This is an optimization exercise on Yosys and OpenROAD, whose aim is small area, a short achievable clock period and few clock cycles per item, not a production implementation.
Function was checked by simulation only, so behaviour that the tests miss may differ from the original.
No activity file was given, so power comes from the tool's default toggle rates.

File: flow/run.sh
#!/bin/bash
# synth_recipe.tcl (not shown) runs the flow's synth.tcl, then flattens the netlist and writes it again
# the make line also repeats each setting of config.mk as NAME=value (left out here)
make -C /OpenROAD-flow-scripts/flow DESIGN_CONFIG=/design/flow/config.mk WORK_HOME=/design/flow/orfs CLKGATE_MAP_FILE= SYNTH_SCRIPT=/design/flow/synth_recipe.tcl finish
File: flow/config.mk
export PLATFORM = sky130hd
export DESIGN_NAME = sha256_engine
export DESIGN_NICKNAME = sha256_engine
export VERILOG_FILES = /design/flow/design.v
export SDC_FILE = /design/flow/constraint.sdc
export NUM_CORES = 4
export LEC_CHECK = 0
export CAP_MARGIN = 20
export CORE_MARGIN = 2
export CORE_UTILIZATION = 40
export SLEW_MARGIN = 20
File: flow/constraint.sdc
create_clock -name core_clock -period 20.0 [get_ports {clk}]
set_input_delay 4.0000 -clock core_clock [delete_from_list [all_inputs] [get_ports {clk}]]
set_output_delay 4.0000 -clock core_clock [all_outputs]
set_load 0.01 [all_outputs]
File: flow/design.v
module sha256_engine (
    input  wire         clk,
    input  wire         rst,         
    input  wire         msg_valid,
    output wire         msg_ready,
    input  wire [31:0]  msg_data,
    input  wire         msg_first,
    output reg          dig_valid,
    output wire [255:0] dig_data
);
    localparam [1:0] S_LOAD = 2'd0, S_RUN = 2'd1, S_FIN = 2'd2;
    localparam [255:0] IV = {
        32'h6a09e667, 32'hbb67ae85, 32'h3c6ef372, 32'ha54ff53a,
        32'h510e527f, 32'h9b05688c, 32'h1f83d9ab, 32'h5be0cd19
    };
    reg  [1:0]   state;
    reg  [5:0]   cnt;           
    reg  [255:0] h;             
    reg  [31:0]  w [0:15];      
    reg  [31:0]  a, b, c, d, e, f, g, hh;
    reg [31:0] k_t;
    always @(*) begin
        case (cnt)
            6'd0:  k_t = 32'h428a2f98; 6'd1:  k_t = 32'h71374491;
            6'd2:  k_t = 32'hb5c0fbcf; 6'd3:  k_t = 32'he9b5dba5;
            6'd4:  k_t = 32'h3956c25b; 6'd5:  k_t = 32'h59f111f1;
            6'd6:  k_t = 32'h923f82a4; 6'd7:  k_t = 32'hab1c5ed5;
            6'd8:  k_t = 32'hd807aa98; 6'd9:  k_t = 32'h12835b01;
            6'd10: k_t = 32'h243185be; 6'd11: k_t = 32'h550c7dc3;
            6'd12: k_t = 32'h72be5d74; 6'd13: k_t = 32'h80deb1fe;
            6'd14: k_t = 32'h9bdc06a7; 6'd15: k_t = 32'hc19bf174;
            6'd16: k_t = 32'he49b69c1; 6'd17: k_t = 32'hefbe4786;
            6'd18: k_t = 32'h0fc19dc6; 6'd19: k_t = 32'h240ca1cc;
            6'd20: k_t = 32'h2de92c6f; 6'd21: k_t = 32'h4a7484aa;
            6'd22: k_t = 32'h5cb0a9dc; 6'd23: k_t = 32'h76f988da;
            6'd24: k_t = 32'h983e5152; 6'd25: k_t = 32'ha831c66d;
            6'd26: k_t = 32'hb00327c8; 6'd27: k_t = 32'hbf597fc7;
            6'd28: k_t = 32'hc6e00bf3; 6'd29: k_t = 32'hd5a79147;
            6'd30: k_t = 32'h06ca6351; 6'd31: k_t = 32'h14292967;
            6'd32: k_t = 32'h27b70a85; 6'd33: k_t = 32'h2e1b2138;
            6'd34: k_t = 32'h4d2c6dfc; 6'd35: k_t = 32'h53380d13;
            6'd36: k_t = 32'h650a7354; 6'd37: k_t = 32'h766a0abb;
            6'd38: k_t = 32'h81c2c92e; 6'd39: k_t = 32'h92722c85;
            6'd40: k_t = 32'ha2bfe8a1; 6'd41: k_t = 32'ha81a664b;
            6'd42: k_t = 32'hc24b8b70; 6'd43: k_t = 32'hc76c51a3;
            6'd44: k_t = 32'hd192e819; 6'd45: k_t = 32'hd6990624;
            6'd46: k_t = 32'hf40e3585; 6'd47: k_t = 32'h106aa070;
            6'd48: k_t = 32'h19a4c116; 6'd49: k_t = 32'h1e376c08;
            6'd50: k_t = 32'h2748774c; 6'd51: k_t = 32'h34b0bcb5;
            6'd52: k_t = 32'h391c0cb3; 6'd53: k_t = 32'h4ed8aa4a;
            6'd54: k_t = 32'h5b9cca4f; 6'd55: k_t = 32'h682e6ff3;
            6'd56: k_t = 32'h748f82ee; 6'd57: k_t = 32'h78a5636f;
            6'd58: k_t = 32'h84c87814; 6'd59: k_t = 32'h8cc70208;
            6'd60: k_t = 32'h90befffa; 6'd61: k_t = 32'ha4506ceb;
            6'd62: k_t = 32'hbef9a3f7; default: k_t = 32'hc67178f2;
        endcase
    end
    assign msg_ready = (state == S_LOAD);
    assign dig_data  = h;
    wire [31:0] w1  = w[1];
    wire [31:0] w14 = w[14];
    wire [31:0] s0w = {w1[6:0], w1[31:7]} ^ {w1[17:0], w1[31:18]} ^ (w1 >> 3);
    wire [31:0] s1w = {w14[16:0], w14[31:17]} ^ {w14[18:0], w14[31:19]} ^ (w14 >> 10);
    wire [31:0] w_next = s1w + w[9] + s0w + w[0];
    wire [31:0] big_s1 = {e[5:0], e[31:6]} ^ {e[10:0], e[31:11]} ^ {e[24:0], e[31:25]};
    wire [31:0] big_s0 = {a[1:0], a[31:2]} ^ {a[12:0], a[31:13]} ^ {a[21:0], a[31:22]};
    wire [31:0] ch     = (e & f) ^ (~e & g);
    wire [31:0] maj    = (a & b) ^ (a & c) ^ (b & c);
    wire [31:0] t1     = hh + big_s1 + ch + k_t + w[0];
    wire [31:0] t2     = big_s0 + maj;
    integer i;
    always @(posedge clk) begin
        if (rst) begin
            state     <= S_LOAD;
            cnt       <= 6'd0;
            h         <= IV;
            dig_valid <= 1'b0;
        end else begin
            dig_valid <= 1'b0;
            case (state)
                S_LOAD: begin
                    if (msg_valid) begin
                        for (i = 0; i < 15; i = i + 1)
                            w[i] <= w[i+1];
                        w[15] <= msg_data;
                        if (cnt == 6'd0 && msg_first)
                            h <= IV;
                        if (cnt == 6'd15) begin
                            cnt   <= 6'd0;
                            state <= S_RUN;
                        end else begin
                            cnt <= cnt + 6'd1;
                        end
                    end
                end
                S_RUN: begin
                    for (i = 0; i < 15; i = i + 1)
                        w[i] <= w[i+1];
                    w[15] <= w_next;
                    if (cnt == 6'd63) begin
                        cnt   <= 6'd0;
                        state <= S_FIN;
                    end else begin
                        cnt <= cnt + 6'd1;
                    end
                end
                default: begin   
                    h <= { h[255:224] + a, h[223:192] + b,
                           h[191:160] + c, h[159:128] + d,
                           h[127:96]  + e, h[95:64]   + f,
                           h[63:32]   + g, h[31:0]    + hh };
                    dig_valid <= 1'b1;
                    state     <= S_LOAD;
                end
            endcase
        end
    end
    always @(posedge clk) begin
        if (state == S_LOAD && msg_valid && cnt == 6'd15) begin
            {a, b, c, d, e, f, g, hh} <= h;
        end else if (state == S_RUN) begin
            hh <= g;
            g  <= f;
            f  <= e;
            e  <= d + t1;
            d  <= c;
            c  <= b;
            b  <= a;
            a  <= t1 + t2;
        end
    end
endmodule
==> metrics.md <==
| Metric | Value |
|---|---|
| Outcome | `no timing/DRC/antenna violations` |
| Post-synth cell types | `112` |
| Cell type group with the largest total delay on the critical path | `adder cells` |
| Share of the synthesized area in the top cell type | `approximately 36%` |
| Crit. End Element | `flop` |
| Detailed Route Iter0 Violations | `between 4000 and 5000` |
| Net count reported at finish | `just over 7000` |
| Largest net degree at the start of global routing | `220` |
| Cells taking the most area after synthesis | `edfxtp_1 (36%), dfxtp_1 (9.3%), ha_1 (7.6%)` |
| Worst path bufs/invs | `2` |
| Clock buffer count from CTS | `119` |
| Fraction of synthesis flops using an asynchronous set or reset pin | `0%` |
| Worst-skew pair later-pin latency | `0.76 ns` |
| Number of warning messages in the yosys log | `2` |
| CTS root buf | `clkbuf_16` |
| Nature of the critical path startpoint | `flop` |
| Drc violations | `0` |
| GRT Max-Usage Layer | `met2` |
| Area Overhead vs Synth | `14.3%` |
| Least setup slack across all paths after layout | `around 12 ns` |
| Quantity of I/O buffers inserted on ports | `293` |
| Logic depth of the worst setup path including buffers | `29` |
| Type of the tightest min-delay check | `flop to flop` |
| Part of the Yosys area used for sequential elements | `between 40% and 50%` |
| Number of enable-type register cells in the synthesized netlist | `768` |
| Setup violators final | `0` |
| Crit Path Max Fanout | `6` |
| Number of optimization iterations in the first detailed-route pass | `6` |
| Time the final worst path needs with I/O delays and setup | `8.30 ns` |
| Remaining number of nets flagged by the antenna check after routing | `0` |
| Synth Flop Type | `edfxtp_1` |
| Vertical die dimension | `404 um` |
| Number of cell rows | `146` |
| CTS tree | `yes` |
| Vias per Instance | `5.62` |
| Total negative setup slack | `0 ns` |
| Final Routed Wirelength | `about 220000 um` |
| Source of the worst register-to-register timing path | `e[26]` |
| H-Tree Depth | `3` |
| Critical path's largest stage delay | `roughly 0.64 ns` |
| Maximum capacitance violations | `0` |
| Lkg Pwr | `28.5 nW` |
| Wire length of the first global-routing pass | `317000 um` |
| Highest-delay cell along the critical path | `edfxtp_1` |
| Post-synthesis area per instance | `10.1 um2` |
| Core region area | `approximately 160000 um2` |
| Global-route track usage on met1 | `35.9%` |
| Detailed-placement wirelength estimate | `162000 um` |
| Maximum resistive drop on vdd | `0.0816 mV` |
| Post-synth top cells | `nand2_1 (927), edfxtp_1 (768), a21oi_1 (443), nor2_1 (404), ha_1 (391)` |
| Number of hold violations in the final report | `0` |
| Clock input transition at the sequential cells of the worst setup and hold paths | `0.06 ns` |
| Total number of vias | `between 40000 and 50000` |
| Final cycle utilization of the critical path | `about two fifths` |
| Initial standard-cell utilization of the core | `40.4%` |
| Met3 Use GR | `5.03%` |
| Synthesized Nets | `around 6900` |
| Via count of the first global-routing pass | `46800` |
| Transition time of the tightest slew-check pin | `1.12 ns` |
| Required @ worst endpoint | `20.47 ns` |
| Cell with the most instances after synthesis | `nand2_1` |
| Layout cell share with drive strength beyond 1 | `5.89%` |
| R2R cell count | `29` |
| Dpl ws | `11.60 ns` |
| Overall global routing resource usage | `26.1%` |
| Hold_buf cts | `0` |
| Arrival time reported for the critical path endpoint | `8.77 ns` |
| Number of max-slew violations in the final report | `0` |
| Cell area after technology mapping | `64100 um2` |
| Worst Hold Path Cells | `0` |
| Die Span X | `404 um` |
| Worst setup path startpoint | `e[26]` |
| I/O pins | `294` |
| Initial antenna violation count | `6` |
| Number of sinks on the clock net | `1065` |
| Final worst clock skew | `0.0508 ns` |
| Fmax achieved | `121 MHz` |
| Most common cell on crit path | `fa_1` |
| Cell count after synthesis | `6325` |
| Number of buffers on the longest clock path | `3` |
| Yosys reg bits | `1065` |
| Sum of overflow across all layers after global routing | `0` |
| Gates resized, CTS repair | `0` |
| RSZ-0062 raised after global routing | `no` |
| Number of setup buffers added after CTS | `0` |
| Pwr/cell area | `90.6 nW/um2` |
| Startpoint of the lowest-slack hold path | `w[5][31]` |
| Detail-routed net length per standard cell | `25.0 um` |
| Die Area | `roughly 160000 um2` |
| Largest area contributor in the synthesized netlist | `edfxtp_1` |
| Final weighted congestion of routability-driven global placement | `0.951` |
| Worst setup path category | `flop to flop` |
| Met2 Usage GRT | `41.1%` |
| Worst slew slack as a fraction of its limit | `between 20% and 30%` |
[path summary, 6_finish.rpt]
check | slack, ns | to
worst max-delay path | 11.70 | a[31]
worst min-delay path | 0.40 | w[4][31]
worst max register to register | 11.70 | a[31]
worst min register to register | 0.40 | w[4][31]
[where the power goes]
part	switching (W)	leakage, nW	internal, W
clock network	0.000974	1.98	0.00135
logic	0.00106	17.0	0.000728
registers	0.0000391	9.51	0.00248
total	0.00208	28.5	0.00456
[per-layer routing]
| metal | wire, um | vias to the layer above |
|---|---|---|
| met1 | 94700 | 24100 |
| met5 | 7 | - |
| met2 | 98700 | 1662 |
| li1 | - | 22800 |
| met4 | 7520 | 2 |
| met3 | 16300 | 309 |
[flip-flops by register name, indices dropped and copies added, names as in the netlist]
name       cells
e             32
h            256
b             32
g             32
dig_valid      1
hh            32
cnt            6
d             32
k_t           32
c             32
state          2
a             32
f             32
w            512
[area by class of cell]
cell class | count | area [um2]
Fill cell | 14900 | 85500
Multi-Input combinational cell | 4631 | 32700
Sequential cell | 1065 | 29000
Timing Repair Buffer | 348 | 3420
Clock buffer | 147 | 3170
Tap cell | 2072 | 2590
Inverter | 354 | 1330
Clock inverter | 80 | 995
Antenna cell | 3 | 7.51
[cells in the final DEF (no fill, tap or decap), types with 21 or more instances in the layout]
cell type,Yosys,layout
nor2_1,404,401
a31oi_1,40,40
maj3_1,22,22
or2_2,42,41
or3_1,25,25
xnor2_1,377,377
nor3_1,77,75
inv_1,348,346
o21ai_0,357,357
nor2b_1,37,37
nand3_1,89,88
ha_1,391,391
o22ai_1,43,43
edfxtp_1,768,768
dfxtp_1,297,296
clkdlybuf4s50_1,0,292
nand4_1,21,21
o21a_1,58,58
a21oi_1,443,443
and2_1,21,21
o21bai_1,58,58
buf_4,6,50
clkbuf_1,232,22
nand2b_1,110,107
a21o_1,181,181
o211ai_1,49,49
mux2_2,29,29
a211oi_1,57,57
clkinv_1,4,21
o21ai_1,23,22
fa_1,195,195
and3_1,26,26
a22oi_1,54,54
clkbuf_16,0,121
nand2_1,927,926
xor2_1,188,188
[cell families (layout without fill, tap and decap cells)]
logic type | Yosys count | in the layout | synth area share [%]
xor gates and xnor gates | 565 | 565 | 7.72
buffers and inverters | 629 | 929 | 3.77
and+or+nand+nor | 1838 | 1838 | 12.6
other | 0 | 3 | 0
DFF | 1065 | 1065 | 45.3
adders and majority gates | 608 | 608 | 14.1
muxes | 35 | 35 | 0.603
AOI/OAI and AO/OA | 1585 | 1585 | 16.0
[per-stage QoR]
stage	power (W)	hold slack, ns	cell area, um2	util [%]	instances
floorplan	0.00388	0.400	64100	-	6325
detailed placement	0.00432	0.405	69000	43.5	8468
global route	0.00696	0.400	73300	46.1	8698
global placement	0.00430	0.400	69000	43.5	8468
finish	0.00664	0.397	73300	46.1	8700
CTS	0.00667	0.391	73200	46.1	8695
Testbench counts, summed over its fixed seeds: cycles 129,608, items 1,600.

[afterwards: timing with drivers on the ports]
In the flow no input, the clock included, has a driving cell. The finished layout below was timed again as built, in two steps. Step 1 (the two cells are an assumption about what drives the block):
set clk [get_ports {clk}]
set_driving_cell -lib_cell sky130_fd_sc_hd__clkbuf_16 $clk
set_driving_cell -lib_cell sky130_fd_sc_hd__buf_2 [delete_from_list [all_inputs] $clk]
Step 2 moves the port delays by t, midway between the first and last clock arrival at a register: inputs arrive t later, outputs are due t later. That takes back most of the time a late clock gives input paths. Slacks: ideal ports / drivers / drivers and shift; pairs: ideal ports / drivers.
shift t [ns]: 0.808
setup slack, ns: 11.704 / 11.704 / 11.366
hold WS [ns]: 0.397 / 0.397 / 0.397
worst register clock-pin slew, ns: 0.07 / 0.07
worst data-port slew with drivers (ns): 0.14
After both steps setup and hold are still met in this run. The setup slack of this run moves by 0.000 ns with the drivers and by -0.338 ns with both steps.
